This design comes from an exercise in tuning for small area on the open sky130 flow, not from production work. For this run, only the layout was checked, not whether the RTL still works. Power is estimated from default activity; no workload was simulated.

===== design/flow/flow/run.sh =====
#!/bin/bash
# Standard layout with two changes: port buffers use the smallest buffer
# (sky130_fd_sc_hd__buf_1); CTS inserts no dummy loads and uses clkbuf_8.
set -euo pipefail
export BUFFER_PORTS_ARGS="-buffer_cell sky130_fd_sc_hd__buf_1"
export CTS_ARGS="-sink_clustering_enable -repair_clock_nets -dont_use_dummy_load -buf_list {sky130_fd_sc_hd__clkbuf_8} -sink_clustering_size 16 -sink_clustering_max_diameter 50"
bash standard.sh > standard_flow.log 2>&1

===== design/flow/standard.sh =====
#!/bin/bash
# synth_recipe.tcl (not shown) runs the flow's synth.tcl, then flattens the netlist and writes it again
# the make line also repeats each setting of config.mk as NAME=value (left out here)
make -C /OpenROAD-flow-scripts/flow DESIGN_CONFIG=/design/flow/config.mk WORK_HOME=/design/flow/orfs CLKGATE_MAP_FILE= SYNTH_SCRIPT=/design/flow/synth_recipe.tcl "${@:-finish}"

===== design/flow/config.mk =====
export PLATFORM = sky130hd
export DESIGN_NAME = lane_rx
export DESIGN_NICKNAME = lane_rx
export VERILOG_FILES = /design/flow/design.v
export SDC_FILE = /design/flow/constraint.sdc
export NUM_CORES = 4
export LEC_CHECK = 0
export ABC_AREA = 1
export CAP_MARGIN = 20
export CORE_MARGIN = 2
export CORE_UTILIZATION = 65
export SLEW_MARGIN = 20

===== design/flow/constraint.sdc =====
create_clock -name core_clock -period 18.0 [get_ports {clk}]
set_input_delay 3.6000 -clock core_clock [delete_from_list [all_inputs] [get_ports {clk}]]
set_output_delay 3.6000 -clock core_clock [all_outputs]
set_load 0.01 [all_outputs]

===== design/flow/design.v =====
module lane_rx (
    input  wire         clk,
    input  wire         rst,             
    input  wire         cdr_lock,        
    input  wire         rx_valid,
    input  wire [65:0]  rx_data,
    input  wire         descr_en,
    input  wire [15:0]  hunt_limit,      
    input  wire         match_en,
    input  wire         hdr_care,
    input  wire [1:0]   match_hdr,
    input  wire [63:0]  match_val,
    input  wire [63:0]  match_mask,
    input  wire [1:0]   prbs_sel,        
    input  wire [1:0]   start_mode,      
    input  wire [19:0]  cmp_count,       
    input  wire [63:0]  pmask,
    input  wire         burst,
    input  wire         cmp_event,
    output reg  [1:0]   lane_state,      
    output wire         block_lock,
    output reg          ev_lock,
    output reg          ev_lol,
    output reg          ev_hunt_slow,
    output reg          ev_match,
    output reg          ev_mismatch,
    output reg          ev_cmp_done,
    output reg          blk_valid,
    output reg  [1:0]   blk_hdr,
    output reg  [63:0]  blk_payload,
    output reg  [2:0]   cmp_result,
    output reg  [19:0]  blocks,
    output reg  [19:0]  block_errs,
    output reg  [23:0]  bit_errs,
    output reg  [19:0]  header_errs,
    output reg  [19:0]  first_err,
    output reg  [15:0]  lock_losses
);
    localparam [2:0] R_NOT_STARTED = 3'd0, R_PASS = 3'd1, R_FAIL = 3'd2,
                     R_LOST = 3'd3, R_INCOMPLETE = 3'd4;
    wire in_sync = lane_state[1];
    wire locked  = lane_state[1] & lane_state[0];
    wire hunting = lane_state[1] & ~lane_state[0];
    assign block_lock = locked;
    reg  [65:0] prev_word;       
    reg  [6:0]  offset;          
    reg         skip;
    reg  [5:0]  valid_cnt;       
    reg  [9:0]  hunt_lo;         
    reg  [15:0] hunt_hi;         
    reg  [63:0] hdr_window;      
    reg  [3:0]  bad_cnt;         
    reg  [57:0] descr_hist;      
    wire sync_on = cdr_lock & in_sync;
    wire examine = sync_on & rx_valid & ~skip;
    wire [131:0] win = {rx_data, prev_word};
    wire [128:0] sh64;
    wire [80:0]  sh16;
    wire [68:0]  sh4;
    wire [65:0]  cand;
    genvar gi;
    generate
        for (gi = 0; gi < 129; gi = gi + 1) begin : g_s64
            if (gi < 67) begin : g_m
                assign sh64[gi] = offset[6] ? win[gi + 64] : win[gi];
            end else begin : g_p
                assign sh64[gi] = win[gi];
            end
        end
        for (gi = 0; gi < 81; gi = gi + 1) begin : g_s16
            assign sh16[gi] = offset[5] ? (offset[4] ? sh64[gi + 48] : sh64[gi + 32])
                                        : (offset[4] ? sh64[gi + 16] : sh64[gi]);
        end
        for (gi = 0; gi < 69; gi = gi + 1) begin : g_s4
            assign sh4[gi] = offset[3] ? (offset[2] ? sh16[gi + 12] : sh16[gi + 8])
                                       : (offset[2] ? sh16[gi + 4] : sh16[gi]);
        end
        for (gi = 0; gi < 66; gi = gi + 1) begin : g_s1
            assign cand[gi] = offset[1] ? (offset[0] ? sh4[gi + 3] : sh4[gi + 2])
                                        : (offset[0] ? sh4[gi + 1] : sh4[gi]);
        end
    endgenerate
    wire [1:0]  hdr     = cand[1:0];
    wire [63:0] raw_pay = cand[65:2];
    wire        hdr_ok  = hdr[0] ^ hdr[1];
    wire [121:0] dext = {raw_pay, descr_hist};
    wire [63:0]  pay;
    generate
        for (gi = 0; gi < 64; gi = gi + 1) begin : g_descr
            assign pay[gi] = raw_pay[gi] ^ (descr_en & (dext[gi + 19] ^ dext[gi]));
        end
    endgenerate
    wire gain_lock = examine & hunting & hdr_ok & (&valid_cnt);
    wire lose_lock = examine & locked & ~hdr_ok & ~hdr_window[63] & (&bad_cnt);
    wire tested    = gain_lock | (examine & locked & ~lose_lock);
    wire leave_locked = locked & (lose_lock | ~cdr_lock);
    wire hunt_hit  = (&hunt_lo) & (hunt_hi == hunt_limit) & (|hunt_limit);
    wire hunt_step = examine & hunting;
    wire hunt_slow = hunt_step & hunt_hit & ~(hdr_ok & (&valid_cnt));
    wire match = match_en & tested &
                 ~(|((pay ^ match_val) & match_mask)) &
                 (~hdr_care | (hdr == match_hdr));
    always @(posedge clk) begin
        if (rst) begin
            lane_state   <= 2'b01;
            ev_lock      <= 1'b0;
            ev_lol       <= 1'b0;
            ev_hunt_slow <= 1'b0;
        end else begin
            ev_lock      <= gain_lock;
            ev_lol       <= lose_lock | (~cdr_lock & in_sync);
            ev_hunt_slow <= hunt_slow;
            lane_state[1] <= cdr_lock;
            lane_state[0] <= ~cdr_lock | (in_sync & (lane_state[0] ? ~lose_lock : gain_lock));
        end
    end
    always @(posedge clk) begin
        if (rx_valid) begin
            prev_word  <= rx_data;
            descr_hist <= raw_pay[63:6];
            hdr_window <= {hdr_window[62:0], ~hdr_ok};
        end
    end
    always @(posedge clk) begin
        if (!sync_on) begin
            offset    <= 7'd0;
            skip      <= 1'b1;
            valid_cnt <= 6'd0;
        end else if (rx_valid) begin
            if (skip) begin
                skip <= 1'b0;
            end else if (hunting) begin
                valid_cnt <= hdr_ok ? valid_cnt + 6'd1 : 6'd0;
                if (!hdr_ok) begin
                    if (offset[6] & offset[0]) begin
                        offset <= 7'd0;
                        skip   <= 1'b1;
                    end else begin
                        offset <= offset + 7'd1;
                    end
                end
            end
        end
    end
    always @(posedge clk) begin
        if (!(cdr_lock & hunting) || (hunt_step & hunt_hit)) begin
            hunt_lo <= 10'd0;
            hunt_hi <= 16'd1;
        end else if (hunt_step) begin
            hunt_lo <= hunt_lo + 10'd1;
            if (&hunt_lo)
                hunt_hi <= hunt_hi + 16'd1;
        end
    end
    always @(posedge clk) begin
        if (!locked)
            bad_cnt <= 4'd0;
        else if (rx_valid)
            bad_cnt <= bad_cnt + {3'd0, ~hdr_ok} - {3'd0, hdr_window[63]};
    end
    always @(posedge clk) begin
        blk_hdr     <= hdr;
        blk_payload <= pay;
        if (rst) begin
            blk_valid <= 1'b0;
            ev_match  <= 1'b0;
        end else begin
            blk_valid <= tested;
            ev_match  <= match;
        end
    end
    reg  [30:0] prbs_state;      
    reg  [94:0] prbs_ext;
    integer q;
    always @(*) begin
        prbs_ext = 95'd0;
        prbs_ext[30:0] = prbs_state;
        for (q = 31; q < 95; q = q + 1) begin
            case (prbs_sel)
                2'd0:    prbs_ext[q] = prbs_ext[q - 7]  ^ prbs_ext[q - 6];
                2'd1:    prbs_ext[q] = prbs_ext[q - 15] ^ prbs_ext[q - 14];
                default: prbs_ext[q] = prbs_ext[q - 31] ^ prbs_ext[q - 28];
            endcase
        end
    end
    wire [63:0] expected = prbs_ext[94:31];
    reg burst_q;
    reg running;         
    reg finished;        
    reg anchored;
    reg event_seen;
    wire bstart  = burst & ~burst_q;
    wire fin_c   = finished & ~bstart;
    wire anch_c  = anchored & ~bstart;
    wire evs_c   = event_seen & ~bstart;
    wire clr_cnt = rst | bstart;
    wire start_ok = (start_mode == 2'd0) | ((start_mode == 2'd1) & anch_c) |
                    ((start_mode == 2'd2) & evs_c);
    wire do_cmp   = burst & running & tested;
    wire do_lost  = burst & running & leave_locked;
    wire do_start = burst & ~running & ~fin_c & locked & start_ok & tested;
    wire [63:0] err_bits = (pay ^ expected) & pmask & {64{do_cmp}};
    wire hdr_err  = do_cmp & (hdr != 2'b01);
    wire blk_err  = hdr_err | (|err_bits);
    wire no_errs  = ~(|block_errs);
    wire first_e  = blk_err & no_errs;
    wire fs1 = err_bits[0] ^ err_bits[1] ^ err_bits[2];
    wire fc2 = (err_bits[0] & err_bits[1]) | (err_bits[0] & err_bits[2]) | (err_bits[1] & err_bits[2]);
    wire fs3 = err_bits[3] ^ err_bits[4] ^ err_bits[5];
    wire fc4 = (err_bits[3] & err_bits[4]) | (err_bits[3] & err_bits[5]) | (err_bits[4] & err_bits[5]);
    wire fs5 = err_bits[6] ^ err_bits[7] ^ err_bits[8];
    wire fc6 = (err_bits[6] & err_bits[7]) | (err_bits[6] & err_bits[8]) | (err_bits[7] & err_bits[8]);
    wire fs7 = err_bits[9] ^ err_bits[10] ^ err_bits[11];
    wire fc8 = (err_bits[9] & err_bits[10]) | (err_bits[9] & err_bits[11]) | (err_bits[10] & err_bits[11]);
    wire fs9 = err_bits[12] ^ err_bits[13] ^ err_bits[14];
    wire fc10 = (err_bits[12] & err_bits[13]) | (err_bits[12] & err_bits[14]) | (err_bits[13] & err_bits[14]);
    wire fs11 = err_bits[15] ^ err_bits[16] ^ err_bits[17];
    wire fc12 = (err_bits[15] & err_bits[16]) | (err_bits[15] & err_bits[17]) | (err_bits[16] & err_bits[17]);
    wire fs13 = err_bits[18] ^ err_bits[19] ^ err_bits[20];
    wire fc14 = (err_bits[18] & err_bits[19]) | (err_bits[18] & err_bits[20]) | (err_bits[19] & err_bits[20]);
    wire fs15 = err_bits[21] ^ err_bits[22] ^ err_bits[23];
    wire fc16 = (err_bits[21] & err_bits[22]) | (err_bits[21] & err_bits[23]) | (err_bits[22] & err_bits[23]);
    wire fs17 = err_bits[24] ^ err_bits[25] ^ err_bits[26];
    wire fc18 = (err_bits[24] & err_bits[25]) | (err_bits[24] & err_bits[26]) | (err_bits[25] & err_bits[26]);
    wire fs19 = err_bits[27] ^ err_bits[28] ^ err_bits[29];
    wire fc20 = (err_bits[27] & err_bits[28]) | (err_bits[27] & err_bits[29]) | (err_bits[28] & err_bits[29]);
    wire fs21 = err_bits[30] ^ err_bits[31] ^ err_bits[32];
    wire fc22 = (err_bits[30] & err_bits[31]) | (err_bits[30] & err_bits[32]) | (err_bits[31] & err_bits[32]);
    wire fs23 = err_bits[33] ^ err_bits[34] ^ err_bits[35];
    wire fc24 = (err_bits[33] & err_bits[34]) | (err_bits[33] & err_bits[35]) | (err_bits[34] & err_bits[35]);
    wire fs25 = err_bits[36] ^ err_bits[37] ^ err_bits[38];
    wire fc26 = (err_bits[36] & err_bits[37]) | (err_bits[36] & err_bits[38]) | (err_bits[37] & err_bits[38]);
    wire fs27 = err_bits[39] ^ err_bits[40] ^ err_bits[41];
    wire fc28 = (err_bits[39] & err_bits[40]) | (err_bits[39] & err_bits[41]) | (err_bits[40] & err_bits[41]);
    wire fs29 = err_bits[42] ^ err_bits[43] ^ err_bits[44];
    wire fc30 = (err_bits[42] & err_bits[43]) | (err_bits[42] & err_bits[44]) | (err_bits[43] & err_bits[44]);
    wire fs31 = err_bits[45] ^ err_bits[46] ^ err_bits[47];
    wire fc32 = (err_bits[45] & err_bits[46]) | (err_bits[45] & err_bits[47]) | (err_bits[46] & err_bits[47]);
    wire fs33 = err_bits[48] ^ err_bits[49] ^ err_bits[50];
    wire fc34 = (err_bits[48] & err_bits[49]) | (err_bits[48] & err_bits[50]) | (err_bits[49] & err_bits[50]);
    wire fs35 = err_bits[51] ^ err_bits[52] ^ err_bits[53];
    wire fc36 = (err_bits[51] & err_bits[52]) | (err_bits[51] & err_bits[53]) | (err_bits[52] & err_bits[53]);
    wire fs37 = err_bits[54] ^ err_bits[55] ^ err_bits[56];
    wire fc38 = (err_bits[54] & err_bits[55]) | (err_bits[54] & err_bits[56]) | (err_bits[55] & err_bits[56]);
    wire fs39 = err_bits[57] ^ err_bits[58] ^ err_bits[59];
    wire fc40 = (err_bits[57] & err_bits[58]) | (err_bits[57] & err_bits[59]) | (err_bits[58] & err_bits[59]);
    wire fs41 = err_bits[60] ^ err_bits[61] ^ err_bits[62];
    wire fc42 = (err_bits[60] & err_bits[61]) | (err_bits[60] & err_bits[62]) | (err_bits[61] & err_bits[62]);
    wire fs43 = err_bits[63] ^ bit_errs[0] ^ fs1;
    wire fc44 = (err_bits[63] & bit_errs[0]) | (err_bits[63] & fs1) | (bit_errs[0] & fs1);
    wire fs45 = fs11 ^ fs13 ^ fs15;
    wire fc46 = (fs11 & fs13) | (fs11 & fs15) | (fs13 & fs15);
    wire fs47 = fs17 ^ fs19 ^ fs21;
    wire fc48 = (fs17 & fs19) | (fs17 & fs21) | (fs19 & fs21);
    wire fs49 = fs23 ^ fs25 ^ fs27;
    wire fc50 = (fs23 & fs25) | (fs23 & fs27) | (fs25 & fs27);
    wire fs51 = fs29 ^ fs3 ^ fs31;
    wire fc52 = (fs29 & fs3) | (fs29 & fs31) | (fs3 & fs31);
    wire fs53 = fs33 ^ fs35 ^ fs37;
    wire fc54 = (fs33 & fs35) | (fs33 & fs37) | (fs35 & fs37);
    wire fs55 = fs39 ^ fs41 ^ fs5;
    wire fc56 = (fs39 & fs41) | (fs39 & fs5) | (fs41 & fs5);
    wire fs57 = fs7 ^ fs9 ^ fs43;
    wire fc58 = (fs7 & fs9) | (fs7 & fs43) | (fs9 & fs43);
    wire fs59 = fs45 ^ fs47 ^ fs49;
    wire fc60 = (fs45 & fs47) | (fs45 & fs49) | (fs47 & fs49);
    wire fs61 = fs51 ^ fs53 ^ fs55;
    wire fc62 = (fs51 & fs53) | (fs51 & fs55) | (fs53 & fs55);
    wire fs63 = fs57 ^ fs59 ^ fs61;
    wire fc64 = (fs57 & fs59) | (fs57 & fs61) | (fs59 & fs61);
    wire fs65 = bit_errs[1] ^ fc2 ^ fc4;
    wire fc66 = (bit_errs[1] & fc2) | (bit_errs[1] & fc4) | (fc2 & fc4);
    wire fs67 = fc6 ^ fc8 ^ fc10;
    wire fc68 = (fc6 & fc8) | (fc6 & fc10) | (fc8 & fc10);
    wire fs69 = fc12 ^ fc14 ^ fc16;
    wire fc70 = (fc12 & fc14) | (fc12 & fc16) | (fc14 & fc16);
    wire fs71 = fc18 ^ fc20 ^ fc22;
    wire fc72 = (fc18 & fc20) | (fc18 & fc22) | (fc20 & fc22);
    wire fs73 = fc24 ^ fc26 ^ fc28;
    wire fc74 = (fc24 & fc26) | (fc24 & fc28) | (fc26 & fc28);
    wire fs75 = fc30 ^ fc32 ^ fc34;
    wire fc76 = (fc30 & fc32) | (fc30 & fc34) | (fc32 & fc34);
    wire fs77 = fc36 ^ fc38 ^ fc40;
    wire fc78 = (fc36 & fc38) | (fc36 & fc40) | (fc38 & fc40);
    wire fs79 = fc42 ^ fc44 ^ fc46;
    wire fc80 = (fc42 & fc44) | (fc42 & fc46) | (fc44 & fc46);
    wire fs81 = fc48 ^ fc50 ^ fc52;
    wire fc82 = (fc48 & fc50) | (fc48 & fc52) | (fc50 & fc52);
    wire fs83 = fc54 ^ fc56 ^ fs65;
    wire fc84 = (fc54 & fc56) | (fc54 & fs65) | (fc56 & fs65);
    wire fs85 = fs67 ^ fs69 ^ fs71;
    wire fc86 = (fs67 & fs69) | (fs67 & fs71) | (fs69 & fs71);
    wire fs87 = fs73 ^ fs75 ^ fs77;
    wire fc88 = (fs73 & fs75) | (fs73 & fs77) | (fs75 & fs77);
    wire fs89 = fc58 ^ fc60 ^ fc62;
    wire fc90 = (fc58 & fc60) | (fc58 & fc62) | (fc60 & fc62);
    wire fs91 = fs79 ^ fs81 ^ fs83;
    wire fc92 = (fs79 & fs81) | (fs79 & fs83) | (fs81 & fs83);
    wire fs93 = fs85 ^ fs87 ^ fc64;
    wire fc94 = (fs85 & fs87) | (fs85 & fc64) | (fs87 & fc64);
    wire fs95 = fs89 ^ fs91 ^ fs93;
    wire fc96 = (fs89 & fs91) | (fs89 & fs93) | (fs91 & fs93);
    wire fs97 = bit_errs[2] ^ fc66 ^ fc68;
    wire fc98 = (bit_errs[2] & fc66) | (bit_errs[2] & fc68) | (fc66 & fc68);
    wire fs99 = fc70 ^ fc72 ^ fc74;
    wire fc100 = (fc70 & fc72) | (fc70 & fc74) | (fc72 & fc74);
    wire fs101 = fc76 ^ fc78 ^ fc80;
    wire fc102 = (fc76 & fc78) | (fc76 & fc80) | (fc78 & fc80);
    wire fs103 = fc82 ^ fc84 ^ fc86;
    wire fc104 = (fc82 & fc84) | (fc82 & fc86) | (fc84 & fc86);
    wire fs105 = fc88 ^ fs97 ^ fs99;
    wire fc106 = (fc88 & fs97) | (fc88 & fs99) | (fs97 & fs99);
    wire fs107 = fc90 ^ fc92 ^ fs101;
    wire fc108 = (fc90 & fc92) | (fc90 & fs101) | (fc92 & fs101);
    wire fs109 = fs103 ^ fs105 ^ fc94;
    wire fc110 = (fs103 & fs105) | (fs103 & fc94) | (fs105 & fc94);
    wire fs111 = fs107 ^ fc96 ^ fs109;
    wire fc112 = (fs107 & fc96) | (fs107 & fs109) | (fc96 & fs109);
    wire fs113 = bit_errs[3] ^ fc98 ^ fc100;
    wire fc114 = (bit_errs[3] & fc98) | (bit_errs[3] & fc100) | (fc98 & fc100);
    wire fs115 = fc102 ^ fc104 ^ fc106;
    wire fc116 = (fc102 & fc104) | (fc102 & fc106) | (fc104 & fc106);
    wire fs117 = fs113 ^ fc108 ^ fs115;
    wire fc118 = (fs113 & fc108) | (fs113 & fs115) | (fc108 & fs115);
    wire fs119 = fc110 ^ fs117 ^ fc112;
    wire fc120 = (fc110 & fs117) | (fc110 & fc112) | (fs117 & fc112);
    wire fs121 = bit_errs[4] ^ fc114 ^ fc116;
    wire fc122 = (bit_errs[4] & fc114) | (bit_errs[4] & fc116) | (fc114 & fc116);
    wire fs123 = fc118 ^ fs121 ^ fc120;
    wire fc124 = (fc118 & fs121) | (fc118 & fc120) | (fs121 & fc120);
    wire fs125 = bit_errs[5] ^ fc122 ^ fc124;
    wire fc126 = (bit_errs[5] & fc122) | (bit_errs[5] & fc124) | (fc122 & fc124);
    wire hs127 = bit_errs[6] ^ fc126;
    wire hc128 = bit_errs[6] & fc126;
    wire [7:0] csum = {hc128, hs127, fs125, fs123, fs119, fs111, fs95, fs63};
    wire [16:0] be_hi_inc;
    wire [17:0] be_hi_c;
    assign be_hi_c[0] = 1'b1;
    generate
        for (gi = 0; gi < 17; gi = gi + 1) begin : g_behi
            assign be_hi_inc[gi]  = bit_errs[gi + 7] ^ be_hi_c[gi];
            assign be_hi_c[gi + 1] = bit_errs[gi + 7] & be_hi_c[gi];
        end
    endgenerate
    wire be_ovf = csum[7] & be_hi_c[17];
    wire [23:0] be_sum = be_ovf ? 24'hFFFFFF : {csum[7] ? be_hi_inc : bit_errs[23:7], csum[6:0]};
    wire [19:0] blocks_inc = blocks + 20'd1;
    wire [19:0] berr_inc   = block_errs + 20'd1;
    wire [19:0] herr_inc   = header_errs + 20'd1;
    wire [15:0] ll_inc     = lock_losses + 16'd1;
    wire blocks_sat = &blocks;
    wire berr_sat   = &block_errs;
    wire herr_sat   = &header_errs;
    wire ll_sat     = &lock_losses;
    wire [19:0] n_blocks = do_start ? 20'd1 : (do_cmp & ~blocks_sat) ? blocks_inc : blocks;
    wire end_count = burst & ~fin_c & ~do_lost & (running | do_start) &
                     (|cmp_count) & (n_blocks == cmp_count);
    wire end_burst = ~burst & burst_q & ~finished;
    wire any_errs  = (~no_errs & ~bstart) | blk_err;
    wire n_running  = burst & (running | do_start) & ~do_lost & ~end_count;
    wire n_finished = burst ? (fin_c | do_lost | end_count) : (finished | burst_q);
    always @(posedge clk) begin
        anchored   <= burst ? (anch_c | (~n_running & ~n_finished & match)) : anchored;
        event_seen <= burst ? (evs_c | cmp_event) : event_seen;
        finished   <= n_finished;
        if (tested)
            prbs_state <= running ? expected[63:33] : pay[63:33];
        if (rst) begin
            burst_q     <= 1'b0;
            running     <= 1'b0;
            cmp_result  <= R_NOT_STARTED;
            ev_cmp_done <= 1'b0;
            ev_mismatch <= 1'b0;
        end else begin
            burst_q     <= burst;
            running     <= n_running;
            ev_cmp_done <= do_lost | end_count | end_burst;
            ev_mismatch <= first_e;
            if (do_lost)
                cmp_result <= R_LOST;
            else if (end_count)
                cmp_result <= any_errs ? R_FAIL : R_PASS;
            else if (end_burst)
                cmp_result <= ~running ? R_NOT_STARTED :
                              (|cmp_count) ? R_INCOMPLETE :
                              ~no_errs ? R_FAIL : R_PASS;
        end
    end
    always @(posedge clk) begin
        if (clr_cnt) begin
            blocks      <= {19'd0, do_start & ~rst};
            block_errs  <= 20'd0;
            header_errs <= 20'd0;
            bit_errs    <= 24'd0;
            first_err   <= 20'hFFFFF;
        end else begin
            blocks <= n_blocks;
            if (blk_err & ~berr_sat)
                block_errs <= berr_inc;
            if (hdr_err & ~herr_sat)
                header_errs <= herr_inc;
            bit_errs <= be_sum;
            if (first_e)
                first_err <= blocks;
        end
        if (rst)
            lock_losses <= 16'd0;
        else if (bstart)
            lock_losses <= {15'd0, leave_locked};
        else if (burst & leave_locked & ~ll_sat)
            lock_losses <= ll_inc;
    end
endmodule

==> metrics.log <==
[metrics] XOR/XNOR share of the synthesized area: 4.09%
[metrics] number of library cell types mapped by synthesis: 66
[metrics] post-synthesis async set-or-reset flop share: 0%
[metrics] Top cell by count, worst path: sky130_fd_sc_hd__fa_1
[metrics] number of placed instances, taps included: 5,568
[metrics] CP Class: input pin to flip-flop
[metrics] most used flip-flop cell after synthesis: sky130_fd_sc_hd__dfxtp_1
[metrics] peak clock frequency supported by timing: 69.8 MHz
[metrics] Post-Syn Nets: 4,947
[metrics] largest driver fanout on the critical path: 57
[metrics] vias in the first global route: 31,000
[metrics] cell taking the most area after synthesis: sky130_fd_sc_hd__edfxtp_1
[metrics] wire length after detailed routing: 120,000 microns
[metrics] library cell used as clock root buffer: sky130_fd_sc_hd__clkbuf_8
[metrics] # Max-Cap Violations: 0
[metrics] top post-synthesis cells by area: sky130_fd_sc_hd__edfxtp_1 (20%), sky130_fd_sc_hd__dfxtp_1 (15%), sky130_fd_sc_hd__nand2_1 (13%)
[metrics] register clock-pin slew on the reported worst setup and hold paths: 90 ps
[metrics] Core Rows: 82
[metrics] WL per Instance: 21.3 microns
[metrics] Pins Over Slew Limit: 0
[metrics] switching power as a share of total power: 34.1%
[metrics] cell internal power dissipation: 0.00158 W
[metrics] number of instances in the synthesized netlist: 4,531
[metrics] Skew-Pair Late Insertion Delay: 720 ps
[metrics] Static Leak: 15.2 nW
[metrics] power density of the placed cells: 67.4 mW/mm^2
[metrics] overall die area: 0.0519 sq mm
[metrics] Final Wtd Congestion: 1.07
[metrics] routed vias/inst: 6.04
[metrics] synthesized-area fraction occupied by and/or/nand/nor cells: 30.9%
[metrics] post-synthesis instance area: 0.0326 sq mm
[metrics] Slew @ Worst Pin: 1130 ps
[metrics] first-pass iteration count of the detailed router: 9
[metrics] share of final-layout standard cells stronger than drive strength 1: 7.74%
[metrics] y dimension of the die: 228 microns
[metrics] mean instance size in the synthesized netlist: 7.18 sq um
[metrics] nets: 5,364
[metrics] vias after detailed routing: 34,000
[metrics] setup repair after global routing missed its margin: false
[metrics] clock tree from TritonCTS: built
[metrics] initial antenna violation count: 5
[metrics] number of standard cells in the layout, taps in and fillers out: 5,624
[metrics] number of buffers inserted by port buffering: 507
[metrics] summed area of non-filler cells in the final layout: 0.0355 sq mm
[metrics] Worst path slowest cell: sky130_fd_sc_hd__nand2_2
[metrics] combinational power share: 24.6%
[metrics] effective utilization at floorplan: 65.4%
[metrics] IO Pins: 508
[metrics] cell family with most CP delay: adder cells
[metrics] count of final setup violators: 0
[metrics] post-synthesis mux area share: 1.38%
[metrics] maximum number of pins on one net before global-route repair: 116
[metrics] CP peak stage delay: 700 ps
[metrics] sequential-to-total area share from yosys stat: 35.5%
[metrics] H-tree level count: 2
[metrics] commonest cells in the synthesized netlist: sky130_fd_sc_hd__nand2_1 (1,143), sky130_fd_sc_hd__inv_1 (505), sky130_fd_sc_hd__o21ai_0 (470), sky130_fd_sc_hd__nand3_1 (383), sky130_fd_sc_hd__nor2_1 (269)
[metrics] sum of internal, switching and leakage power: 0.00239 W
[metrics] placeable core region: 0.0498 sq mm
[metrics] number of gates given a new drive strength after cts: 0
[metrics] Crit path arrival time: 14,830 ps
[metrics] Area after DPL: 0.0348 sq mm
[metrics] min cycle time layout: 14,320 ps
[metrics] Core Util, Final: 71.4%
[metrics] number of warnings issued by yosys: 1
[metrics] peak supply drop: 0.0752 mV
[metrics] hold crit path type: flip-flop to flip-flop
[metrics] largest family of logic cells by synthesized area: simple AND/OR/NAND/NOR gates
[metrics] required time of the worst setup path: 18,510 ps
[metrics] global-route usage over all layers: 44.8%
[metrics] flop and latch count out of synthesis: 466
[metrics] post-synthesis share of cell area spent on full adders, half adders and majority gates: 5.59%
[metrics] Final Cycle Share: 79.6%
[metrics] cell with the most instances after synthesis: sky130_fd_sc_hd__nand2_1
[metrics] post-route ant nets: 0
[metrics] number of buffers created by CTS: 50
[metrics] run status: no timing/DRC/antenna violations
[metrics] clock network fraction of total power: 25.5%
[metrics] skew final: 90.5 ps
[metrics] total setup buffers inserted after CTS: 0
[metrics] number of remaining DRC errors: 0
[metrics] number of sinks on the clock net: 466
[metrics] CTS hold repair buffers: 0
[metrics] area grow syn2layout: 9.14%
[metrics] initial DRC count: 4,541
[metrics] buffers and inverters on the worst path: 12
[metrics] post-synth top area share: 20.4%
[metrics] crit path capture type: flip-flop
[metrics] Horiz. Die Dim: 228 microns
[metrics] Clock Tree Buf Depth: 3
[metrics] Reg power frac: 49.9%
[metrics] Max-Slew Margin vs Limit: 24.3%
[metrics] CP startpoint kind: input pin
[metrics] half-perimeter wire length after placement: 95,100 microns
[metrics] number of flops mapped to enable cells by yosys: 221
[metrics] Net Sw Power: 0.000817 W
[metrics] number of hold-slack violations in the final timing report: 0
[metrics] remaining global-route overflow: 0
[metrics] global-route wire length before repair: 180,000 microns
[metrics] Synth Area in Compound Gates: 13.9%
[metrics] sum of negative setup slack: 0 ps
-- metal layers --
| metal | wire (microns) | track usage, % | vias to the layer above |
|---|---|---|---|
| met5 | 13 | 0 | - |
| met4 | 8870 | 27.2 | 2 |
| met3 | 13700 | 9.84 | 493 |
| met2 | 52200 | 69.3 | 2300 |
| met1 | 45200 | 57.7 | 15400 |
| li1 | - | - | 15800 |
-- registers in the layout, summed over array words and instances, names as in the netlist, 16 cells and up --
signal       flops
prev_word       66
hdr_window      64
block_errs      20
prbs_state      31
blocks          20
first_err       20
hunt_hi         16
bit_errs        24
descr_hist      58
header_errs     20
lock_losses     16
blk_payload     64
-- cell families (layout without fill, tap and decap cells) --
family                     Yosys count  after routing
and+or+nand+nor                   2211           2211
xor gates and xnor gates           152            152
buffers and inverters              729           1144
other                                0              6
DFF                                466            466
adders and majority gates          107            107
muxes                               45             45
AOI/OAI and AO/OA                  821            821
-- final timing paths --
check / slack (ps) / from / endpoint / cells past startpoint
max: 3680 / rx_data[45] / bit_errs[20] / 42
min: 400 / hdr_window[61] / hdr_window[62] / 0
max reg2reg: 5430 / offset[4] / bit_errs[20] / 39
min reg2reg: 400 / hdr_window[61] / hdr_window[62] / 0
-- power by group through the flow --
| stage | combinational, W | sequential (W) | clock [W] |
|---|---|---|---|
| 2_1_floorplan | 0.000314 | 0.00122 | 0 |
| 3_3_place_gp | 0.000556 | 0.00122 | 0 |
| 3_5_place_dp | 0.000561 | 0.00122 | 0 |
| 4_1_cts | 0.000564 | 0.00119 | 0.000610 |
| 5_1_grt | 0.000623 | 0.00120 | 0.000645 |
| 6_report | 0.000589 | 0.00120 | 0.000611 |
-- layout make-up --
class                      instances  area [sq um]
antenna                            6          15.0
timing repair buffer             542          2170
multi-input combinational       3336         18200
clock buffer                      50           688
sequential                       466         11600
tap                              672           841
fill                            4114         14200
inverter                         552          2070
-- per-stage QoR --
stage	hold slack, ps	worst slack, ps
after floorplan	400	4820
after global placement	400	3440
after detailed placement	405	3120
after CTS	383	3820
after global routing	385	2960
final	397	3680
-- layout by cell type (no fill, tap or decap), types with 64 or more instances in the layout --
cell type                  instances
sky130_fd_sc_hd__inv_1           502
sky130_fd_sc_hd__fa_1             64
sky130_fd_sc_hd__nor3_1           80
sky130_fd_sc_hd__nor2_1          267
sky130_fd_sc_hd__xor2_1          111
sky130_fd_sc_hd__nand3_1         383
sky130_fd_sc_hd__dfxtp_1         238
sky130_fd_sc_hd__buf_1           506
sky130_fd_sc_hd__nand2_2          72
sky130_fd_sc_hd__nand2_1        1142
sky130_fd_sc_hd__a21oi_1         225
sky130_fd_sc_hd__o21ai_0         470
sky130_fd_sc_hd__or2_2            78
sky130_fd_sc_hd__edfxtp_1        221

what the ideal ports hide:
The flow's constraints put no driver on any port. The routed layout listed below was extracted and timed again, unchanged, in two steps.
Step 1, drivers: a clkbuf_16 drives clk and a buf_2 each remaining input, both assumed.
Step 2 times the ports against the registers' clock, not the clock port: input delays grow and output delays shrink by t, the midpoint of the rising clock arrivals with the driver on.
Three values: ideal ports, drivers, drivers and shift; two values: the first two.
t, ns: 0.734
setup slack, ns: 3.677 / 3.713 / 2.978
hold WS [ns]: 0.397 / 0.397 / 0.397
worst setup path at the end: input to register
cell pins on the clock port's net: 1
After both steps setup and hold are still met in this run. For this run, drivers alone change the setup slack by +0.036 ns; drivers and shift together by -0.699 ns.
